Background: an optimization exercise with open tools, aiming at small area, a short achievable clock period and few clock cycles per item. Do not read the settings as production practice. In this exercise RTL edits were held to simulation tests only and were not proved equivalent to the original.

==> branch indigo <==
==> flow/design.v <==
module rs_parity (
    input  wire         clk,
    input  wire         rst,         
    input  wire         in_valid,
    output reg          in_ready,
    input  wire [31:0]  in_data,     
    input  wire [4:0]   in_k,        
    input  wire [3:0]   in_m,        
    output reg          out_valid,
    input  wire         out_ready,
    output wire [255:0] out_data     
);
    function [7:0] gf_inv5;
        input [4:0] a;
        begin
            case (a)
                5'd1:  gf_inv5 = 8'h01;
                5'd2:  gf_inv5 = 8'h8e;
                5'd3:  gf_inv5 = 8'hf4;
                5'd4:  gf_inv5 = 8'h47;
                5'd5:  gf_inv5 = 8'ha7;
                5'd6:  gf_inv5 = 8'h7a;
                5'd7:  gf_inv5 = 8'hba;
                5'd8:  gf_inv5 = 8'had;
                5'd9:  gf_inv5 = 8'h9d;
                5'd10: gf_inv5 = 8'hdd;
                5'd11: gf_inv5 = 8'h98;
                5'd12: gf_inv5 = 8'h3d;
                5'd13: gf_inv5 = 8'haa;
                5'd14: gf_inv5 = 8'h5d;
                5'd15: gf_inv5 = 8'h96;
                5'd16: gf_inv5 = 8'hd8;
                5'd17: gf_inv5 = 8'h72;
                5'd18: gf_inv5 = 8'hc0;
                5'd19: gf_inv5 = 8'h58;
                5'd20: gf_inv5 = 8'he0;
                5'd21: gf_inv5 = 8'h3e;
                5'd22: gf_inv5 = 8'h4c;
                5'd23: gf_inv5 = 8'h66;
                5'd24: gf_inv5 = 8'h90;
                5'd25: gf_inv5 = 8'hde;
                5'd26: gf_inv5 = 8'h55;
                5'd27: gf_inv5 = 8'h80;
                5'd28: gf_inv5 = 8'ha0;
                5'd29: gf_inv5 = 8'h83;
                5'd30: gf_inv5 = 8'h4b;
                5'd31: gf_inv5 = 8'h2a;
                default: gf_inv5 = 8'h00;
            endcase
        end
    endfunction
    reg          i_first;    
    reg  [4:0]   i_rem;      
    reg  [4:0]   i_nb;       
    reg  [3:0]   i_m;        
    wire         take   = in_valid && in_ready;
    wire         n_last = i_first ? (in_k == 5'd1) : (i_rem == 5'd1);
    wire [4:0]   n_base = i_first ? {1'b0, in_m} : i_nb;
    wire [3:0]   n_m    = i_first ? in_m : i_m;
    reg          hv, tv;
    reg  [31:0]  hd, td;
    reg  [4:0]   hb, tb;     
    reg  [3:0]   hm;         
    reg          hf, tf;     
    reg          hl, tl;     
    reg          hg, tg;     
    reg          hh;         
    reg  [7:0]   cr [0:3];   
    wire         proc   = hv && !(out_valid && !out_ready);
    wire         h_done = proc && (hh || !hg);
    wire         h_free = !hv || h_done;
    reg  [255:0] acc;
    assign out_data = acc;
    reg  [7:0]   dx   [0:3][0:7];    
    reg  [7:0]   dxs  [0:3][0:3];    
    reg  [2:0]   sel  [0:3][0:3];    
    wire [7:0]   pick [0:3][0:3][0:3];   
    reg  [7:0]   prod [0:3][0:3];
    reg  [255:0] acc_next;
    wire         clr  = proc && hf && !hh;
    wire         g_lo = proc && !hh;
    wire         g_hi = proc && hh;
    integer q, t, k, r;
    always @(*) begin
        for (t = 0; t < 4; t = t + 1) begin
            dx[t][0] = hd[8*t +: 8];
            for (k = 1; k < 8; k = k + 1)
                dx[t][k] = {dx[t][k-1][6:0], 1'b0} ^ (dx[t][k-1][7] ? 8'h1D : 8'h00);
            for (r = 0; r < 4; r = r + 1)
                dxs[t][r] = dx[t][2*r] ^ dx[t][2*r+1];
        end
        for (q = 0; q < 4; q = q + 1)
            for (r = 0; r < 4; r = r + 1)
                sel[q][r] = {cr[q][2*r] & cr[q][2*r+1], !cr[q][2*r] & cr[q][2*r+1],
                             cr[q][2*r] & !cr[q][2*r+1]};
    end
    genvar gq, gt, gr;
    generate
        for (gq = 0; gq < 4; gq = gq + 1) begin : g_q
            for (gt = 0; gt < 4; gt = gt + 1) begin : g_t
                for (gr = 0; gr < 4; gr = gr + 1) begin : g_r
                    rs_pick u_pick (
                        .a0(dx[gt][2*gr]), .a1(dx[gt][2*gr+1]), .a2(dxs[gt][gr]),
                        .s(sel[gq][gr]), .y(pick[gq][gt][gr])
                    );
                end
            end
        end
    endgenerate
    always @(*) begin
        for (q = 0; q < 4; q = q + 1)
            for (t = 0; t < 4; t = t + 1)
                prod[q][t] = pick[q][t][0] ^ pick[q][t][1] ^ pick[q][t][2] ^ pick[q][t][3];
        acc_next = clr ? 256'd0 : acc;
        for (q = 0; q < 4; q = q + 1)
            for (t = 0; t < 4; t = t + 1) begin
                acc_next[32*q + 8*t +: 8] = acc_next[32*q + 8*t +: 8]
                                          ^ (g_lo ? prod[q][t] : 8'h00);
                acc_next[32*(q+4) + 8*t +: 8] = acc_next[32*(q+4) + 8*t +: 8]
                                          ^ (g_hi ? prod[q][t] : 8'h00);
            end
    end
    always @(posedge clk)
        acc <= acc_next;
    reg          hv_n, tv_n;
    reg  [4:0]   c_base;
    reg  [3:0]   c_m;
    reg          c_half;
    always @(*) begin
        if (h_free)
            hv_n = tv || take;
        else
            hv_n = 1'b1;
        if (h_free)
            tv_n = tv && take;
        else
            tv_n = tv || take;
    end
    wire         c_self = hv && hg && !hh;
    wire         c_in0  = !c_self && !(hv && tv) && i_first;
    reg  [7:0]   c_reg [0:3];    
    reg  [7:0]   c_pin [0:3];    
    always @(*) begin
        if (c_self) begin
            c_base = hb; c_m = hm; c_half = 1'b1;
        end else if (hv && tv) begin
            c_base = tb; c_m = i_m; c_half = 1'b0;
        end else begin
            c_base = i_nb; c_m = i_m; c_half = 1'b0;
        end
        for (q = 0; q < 4; q = q + 1) begin
            c_reg[q] = ((q + 4 * c_half) < c_m)
                     ? gf_inv5((q[4:0] + {2'b0, c_half, 2'b0}) ^ c_base) : 8'h00;
            c_pin[q] = (q < in_m) ? gf_inv5(q[4:0] ^ {1'b0, in_m}) : 8'h00;
        end
    end
    always @(posedge clk)
        if (!hv || proc)
            for (q = 0; q < 4; q = q + 1)
                cr[q] <= c_in0 ? c_pin[q] : c_reg[q];
    always @(posedge clk) begin
        if (rst) begin
            i_first   <= 1'b1;
            hv        <= 1'b0;
            tv        <= 1'b0;
            hh        <= 1'b0;
            out_valid <= 1'b0;
            in_ready  <= 1'b1;
        end else begin
            hv       <= hv_n;
            tv       <= tv_n;
            in_ready <= !(hv_n && tv_n);
            if (h_done)
                hh <= 1'b0;
            else if (proc)
                hh <= 1'b1;
            if (h_done && hl)
                out_valid <= 1'b1;
            else if (out_ready)
                out_valid <= 1'b0;
            if (take)
                i_first <= n_last;
        end
    end
    always @(posedge clk) begin
        if (take) begin
            i_rem  <= i_first ? in_k - 5'd1 : i_rem - 5'd1;
            i_nb   <= n_base + 5'd1;
            i_m    <= n_m;
        end
        if (h_free) begin
            if (tv) begin
                hd <= td; hb <= tb; hm <= i_m; hf <= tf; hl <= tl; hg <= tg;
            end else begin
                hd <= in_data; hb <= n_base; hm <= n_m; hf <= i_first; hl <= n_last;
                hg <= (n_m > 4'd4);
            end
        end
        if (take) begin
            td <= in_data; tb <= n_base; tf <= i_first; tl <= n_last;
            tg <= (n_m > 4'd4);
        end
    end
endmodule
module rs_pick (
    input  wire [7:0] a0,
    input  wire [7:0] a1,
    input  wire [7:0] a2,
    input  wire [2:0] s,
    output wire [7:0] y
);
    assign y = ~((a0 & {8{s[0]}}) | (a1 & {8{s[1]}}) | (a2 & {8{s[2]}}));
endmodule
==> flow/flow/run.sh <==
#!/bin/bash
# Layout: the standard flow (standard.sh), with these changes:
#  - every port still gets its buffer, but buffer_ports starts from buf_2;
set -euo pipefail
W=$PWD
export MY_ABC_SCRIPT=$W/flow/map.abc
bash standard.sh SYNTH_SCRIPT=$W/flow/synth.tcl \
  "BUFFER_PORTS_ARGS=-buffer_cell sky130_fd_sc_hd__buf_2" \
  SETUP_SLACK_MARGIN=8.4 finish > standard_flow.log 2>&1
==> flow/flow/map.abc <==
strash
&get -n
&fraig -x
&put
dc2
strash
&get -n
&dch -f
&nf -D 3000
&put
==> flow/flow/synth.tcl <==
proc synth {args} { yosys synth -nofsm -noshare {*}$args }
# ORFS's synth.tcl as it is, except that its ABC call uses the script MY_ABC_SCRIPT
set my_fh [open $::env(SCRIPTS_DIR)/synth.tcl r]
set my_txt [read $my_fh]
close $my_fh
set my_txt [string map [list {source $::env(SCRIPTS_DIR)/synth_preamble.tcl} \
  "source \$::env(SCRIPTS_DIR)/synth_preamble.tcl\nlset abc_args 1 \$::env(MY_ABC_SCRIPT)"] $my_txt]
uplevel #0 $my_txt
# left out here: clear keep_hierarchy, flatten, clean up, hide names made inside functions, write 1_2_yosys.v
==> flow/standard.sh <==
#!/bin/bash
# synth_recipe.tcl (not shown) runs the flow's synth.tcl, then flattens the netlist and writes it again
# the make line also repeats each setting of config.mk as NAME=value (left out here)
make -C /OpenROAD-flow-scripts/flow DESIGN_CONFIG=/design/flow/config.mk WORK_HOME=/design/flow/orfs CLKGATE_MAP_FILE= SYNTH_SCRIPT=/design/flow/synth_recipe.tcl "${@:-finish}"
==> flow/config.mk <==
export PLATFORM = sky130hd
export DESIGN_NAME = rs_parity
export DESIGN_NICKNAME = rs_parity
export VERILOG_FILES = /design/flow/design.v
export SDC_FILE = /design/flow/constraint.sdc
export NUM_CORES = 4
export LEC_CHECK = 0
export CAP_MARGIN = 30
export CORE_MARGIN = 2
export CORE_UTILIZATION = 30
export CTS_CLUSTER_DIAMETER = 120
export CTS_CLUSTER_SIZE = 30
export SLEW_MARGIN = 30
export SYNTH_HIERARCHICAL = 1
==> flow/constraint.sdc <==
create_clock -name core_clock -period 12.0 [get_ports {clk}]
set_input_delay 2.4000 -clock core_clock [delete_from_list [all_inputs] [get_ports {clk}]]
set_output_delay 2.4000 -clock core_clock [all_outputs]
set_load 0.01 [all_outputs]
==> branch quartz: changes against branch indigo <==
==> flow/design.v, changed modules only <==
module rs_parity (
    input  wire         clk,
    input  wire         rst,         
    input  wire         in_valid,
    output reg          in_ready,
    input  wire [31:0]  in_data,     
    input  wire [4:0]   in_k,        
    input  wire [3:0]   in_m,        
    output reg          out_valid,
    input  wire         out_ready,
    output wire [255:0] out_data     
);
    function [7:0] gf_mul;
        input [7:0] a;
        input [7:0] b;
        integer i;
        reg [7:0] p;
        reg [7:0] x;
        begin
            p = 8'h00;
            x = a;
            for (i = 0; i < 8; i = i + 1) begin
                if (b[i])
                    p = p ^ x;
                x = {x[6:0], 1'b0} ^ (x[7] ? 8'h1D : 8'h00);
            end
            gf_mul = p;
        end
    endfunction
    function [7:0] gf_inv5;
        input [4:0] a;
        begin
            case (a)
                5'd1:  gf_inv5 = 8'h01;
                5'd2:  gf_inv5 = 8'h8e;
                5'd3:  gf_inv5 = 8'hf4;
                5'd4:  gf_inv5 = 8'h47;
                5'd5:  gf_inv5 = 8'ha7;
                5'd6:  gf_inv5 = 8'h7a;
                5'd7:  gf_inv5 = 8'hba;
                5'd8:  gf_inv5 = 8'had;
                5'd9:  gf_inv5 = 8'h9d;
                5'd10: gf_inv5 = 8'hdd;
                5'd11: gf_inv5 = 8'h98;
                5'd12: gf_inv5 = 8'h3d;
                5'd13: gf_inv5 = 8'haa;
                5'd14: gf_inv5 = 8'h5d;
                5'd15: gf_inv5 = 8'h96;
                5'd16: gf_inv5 = 8'hd8;
                5'd17: gf_inv5 = 8'h72;
                5'd18: gf_inv5 = 8'hc0;
                5'd19: gf_inv5 = 8'h58;
                5'd20: gf_inv5 = 8'he0;
                5'd21: gf_inv5 = 8'h3e;
                5'd22: gf_inv5 = 8'h4c;
                5'd23: gf_inv5 = 8'h66;
                5'd24: gf_inv5 = 8'h90;
                5'd25: gf_inv5 = 8'hde;
                5'd26: gf_inv5 = 8'h55;
                5'd27: gf_inv5 = 8'h80;
                5'd28: gf_inv5 = 8'ha0;
                5'd29: gf_inv5 = 8'h83;
                5'd30: gf_inv5 = 8'h4b;
                5'd31: gf_inv5 = 8'h2a;
                default: gf_inv5 = 8'h00;
            endcase
        end
    endfunction
    reg          i_first;    
    reg  [4:0]   i_rem;      
    reg  [4:0]   i_nb;       
    reg  [3:0]   i_m;        
    wire         take   = in_valid && in_ready;
    wire         n_last = i_first ? (in_k == 5'd1) : (i_rem == 5'd1);
    wire [4:0]   n_base = i_first ? {1'b0, in_m} : i_nb;
    wire [3:0]   n_m    = i_first ? in_m : i_m;
    reg          hv, tv;
    reg  [31:0]  hd, td;
    reg  [4:0]   hb, tb;     
    reg  [3:0]   hm, tm;     
    reg          hf, tf;     
    reg          hl, tl;     
    reg          hg, tg;     
    reg          hh;         
    reg  [7:0]   cr [0:3];   
    wire         proc   = hv && !(out_valid && !out_ready);
    wire         h_done = proc && (hh || !hg);
    wire         h_free = !hv || h_done;
    reg  [255:0] acc;
    assign out_data = acc;
    reg  [7:0]   prod [0:3][0:3];
    reg  [255:0] acc_next;
    wire         clr  = proc && hf && !hh;
    wire         g_lo = proc && !hh;
    wire         g_hi = proc && hh;
    integer q, t;
    always @(*) begin
        for (q = 0; q < 4; q = q + 1)
            for (t = 0; t < 4; t = t + 1)
                prod[q][t] = gf_mul(hd[8*t +: 8], cr[q]);
        acc_next = clr ? 256'd0 : acc;
        for (q = 0; q < 4; q = q + 1)
            for (t = 0; t < 4; t = t + 1) begin
                acc_next[32*q + 8*t +: 8] = acc_next[32*q + 8*t +: 8]
                                          ^ (g_lo ? prod[q][t] : 8'h00);
                acc_next[32*(q+4) + 8*t +: 8] = acc_next[32*(q+4) + 8*t +: 8]
                                          ^ (g_hi ? prod[q][t] : 8'h00);
            end
    end
    always @(posedge clk)
        acc <= acc_next;
    reg          hv_n, tv_n;
    reg  [4:0]   c_base;
    reg  [3:0]   c_m;
    reg          c_half;
    always @(*) begin
        if (h_free)
            hv_n = tv || take;
        else
            hv_n = 1'b1;
        if (h_free)
            tv_n = tv && take;
        else
            tv_n = tv || take;
    end
    wire         c_self = hv && hg && !hh;
    wire         c_in0  = !c_self && !(hv && tv) && i_first;
    reg  [7:0]   c_reg [0:3];    
    reg  [7:0]   c_pin [0:3];    
    always @(*) begin
        if (c_self) begin
            c_base = hb; c_m = hm; c_half = 1'b1;
        end else if (hv && tv) begin
            c_base = tb; c_m = tm; c_half = 1'b0;
        end else begin
            c_base = i_nb; c_m = i_m; c_half = 1'b0;
        end
        for (q = 0; q < 4; q = q + 1) begin
            c_reg[q] = ((q + 4 * c_half) < c_m)
                     ? gf_inv5((q[4:0] + {2'b0, c_half, 2'b0}) ^ c_base) : 8'h00;
            c_pin[q] = (q < in_m) ? gf_inv5(q[4:0] ^ {1'b0, in_m}) : 8'h00;
        end
    end
    always @(posedge clk)
        if (!hv || proc)
            for (q = 0; q < 4; q = q + 1)
                cr[q] <= c_in0 ? c_pin[q] : c_reg[q];
    always @(posedge clk) begin
        if (rst) begin
            i_first   <= 1'b1;
            hv        <= 1'b0;
            tv        <= 1'b0;
            hh        <= 1'b0;
            out_valid <= 1'b0;
            in_ready  <= 1'b1;
        end else begin
            hv       <= hv_n;
            tv       <= tv_n;
            in_ready <= !(hv_n && tv_n);
            if (h_done)
                hh <= 1'b0;
            else if (proc)
                hh <= 1'b1;
            if (h_done && hl)
                out_valid <= 1'b1;
            else if (out_ready)
                out_valid <= 1'b0;
            if (take)
                i_first <= n_last;
        end
    end
    always @(posedge clk) begin
        if (take) begin
            i_rem  <= i_first ? in_k - 5'd1 : i_rem - 5'd1;
            i_nb   <= n_base + 5'd1;
            i_m    <= n_m;
        end
        if (h_free) begin
            if (tv) begin
                hd <= td; hb <= tb; hm <= tm; hf <= tf; hl <= tl; hg <= tg;
            end else begin
                hd <= in_data; hb <= n_base; hm <= n_m; hf <= i_first; hl <= n_last;
                hg <= (n_m > 4'd4);
            end
        end
        if ((h_free && tv) || (!h_free && take)) begin
            td <= in_data; tb <= n_base; tm <= n_m; tf <= i_first; tl <= n_last;
            tg <= (n_m > 4'd4);
        end
    end
endmodule
// module rs_pick removed
==> flow/flow/run.sh (replaced) <==
#!/bin/bash
set -euo pipefail
W=$PWD
export MY_ABC_SCRIPT=$W/flow/map.abc
bash standard.sh SYNTH_SCRIPT=$W/flow/synth.tcl SETUP_SLACK_MARGIN=8.4 finish > standard_flow.log 2>&1
CTS_CLUSTER_DIAMETER = default   (was 120)
CTS_CLUSTER_SIZE = default   (was 30)
SYNTH_HIERARCHICAL = default   (was 1)
==> impl_metrics.ini <==
[cells_and_area]
multi_input_area_mm2 = 0.0185
final_cell_mix = xnor2_1, a222oi_1, nand2_1
seq_cell_count = 392
finalNonFillerCells = 4395

[status]
status = complete, no violations

[synth]
synth_fa_ha_area_share_pct = 0.609
yosysUniqueCellTypes = 52
synth_seq_area_share_pct = 34.2

[pwr]
clockPowerShare_pct = 8.9
pg_comb_uw = 8020

[routing]
routed_wl_um = 120000

[grt]
grt_pass1_wl_um = 174000
use_met2_pct = 36.2
grt_pass1_vias = 26500
use_met1_pct = 33.1

[placed_design]
gp_congestion = 0.947
placed_cells = 4302

[setup_path]
critPathRequiredTime_ns = 12.52
critPathKind = flip-flop to flip-flop
critPathLaunchType = flip-flop

[die]
die_area_mm2 = 0.0915

[clock_network]
cts_resized = 88
-- figures above: branch indigo

==> impl_metrics.ini <==
[cells_and_area]
multi_input_area_mm2 = 0.0205
final_cell_mix = nand2_1, xnor2_1, xor2_1
finalNonFillerCells = 5390
seq_cell_count = 396

[synth]
yosysUniqueCellTypes = 53
synth_seq_area_share_pct = 31.6

[die]
die_area_mm2 = 0.100

[routing]
routed_wl_um = 110000

[status]
status = complete, no violations

[grt]
use_met1_pct = 28.6
grt_pass1_wl_um = 163000

[setup_path]
critPathRequiredTime_ns = 12.40
-- figures above: branch quartz

Testbench counts of branch indigo, summed over its fixed seeds: cycles 25,030, items 21,240.
Testbench counts of branch quartz, summed over its fixed seeds: cycles 25,030, items 21,240.

re-timing with driven ports:
The results above use ideal ports. As a check the final layouts listed here were re-extracted and re-timed, cells and wires unchanged.
Step 1: set_driving_cell puts a clkbuf_16 on clk and a buf_2 on each other input, an assumption about the parent block.
Step 2, shift: input delay + t, output delay - t, t = (earliest + latest rising clock arrival at the registers) / 2. This alone moves slack from input paths to output paths.
a / b / c = ideal ports / drivers / drivers and shift; a / b = the first two.
run	shift t [ns]	slack for setup (ns)	cell pins on the clock port's net
branch indigo	0.672	8.373 / 8.363 / 7.825	1
branch quartz	0.702	8.399 / 8.377 / 7.731	1
After both steps setup and hold are still met in every run listed. The setup slack of branch quartz, which loses most, moves by -0.022 ns with the drivers and by -0.668 ns with both steps.
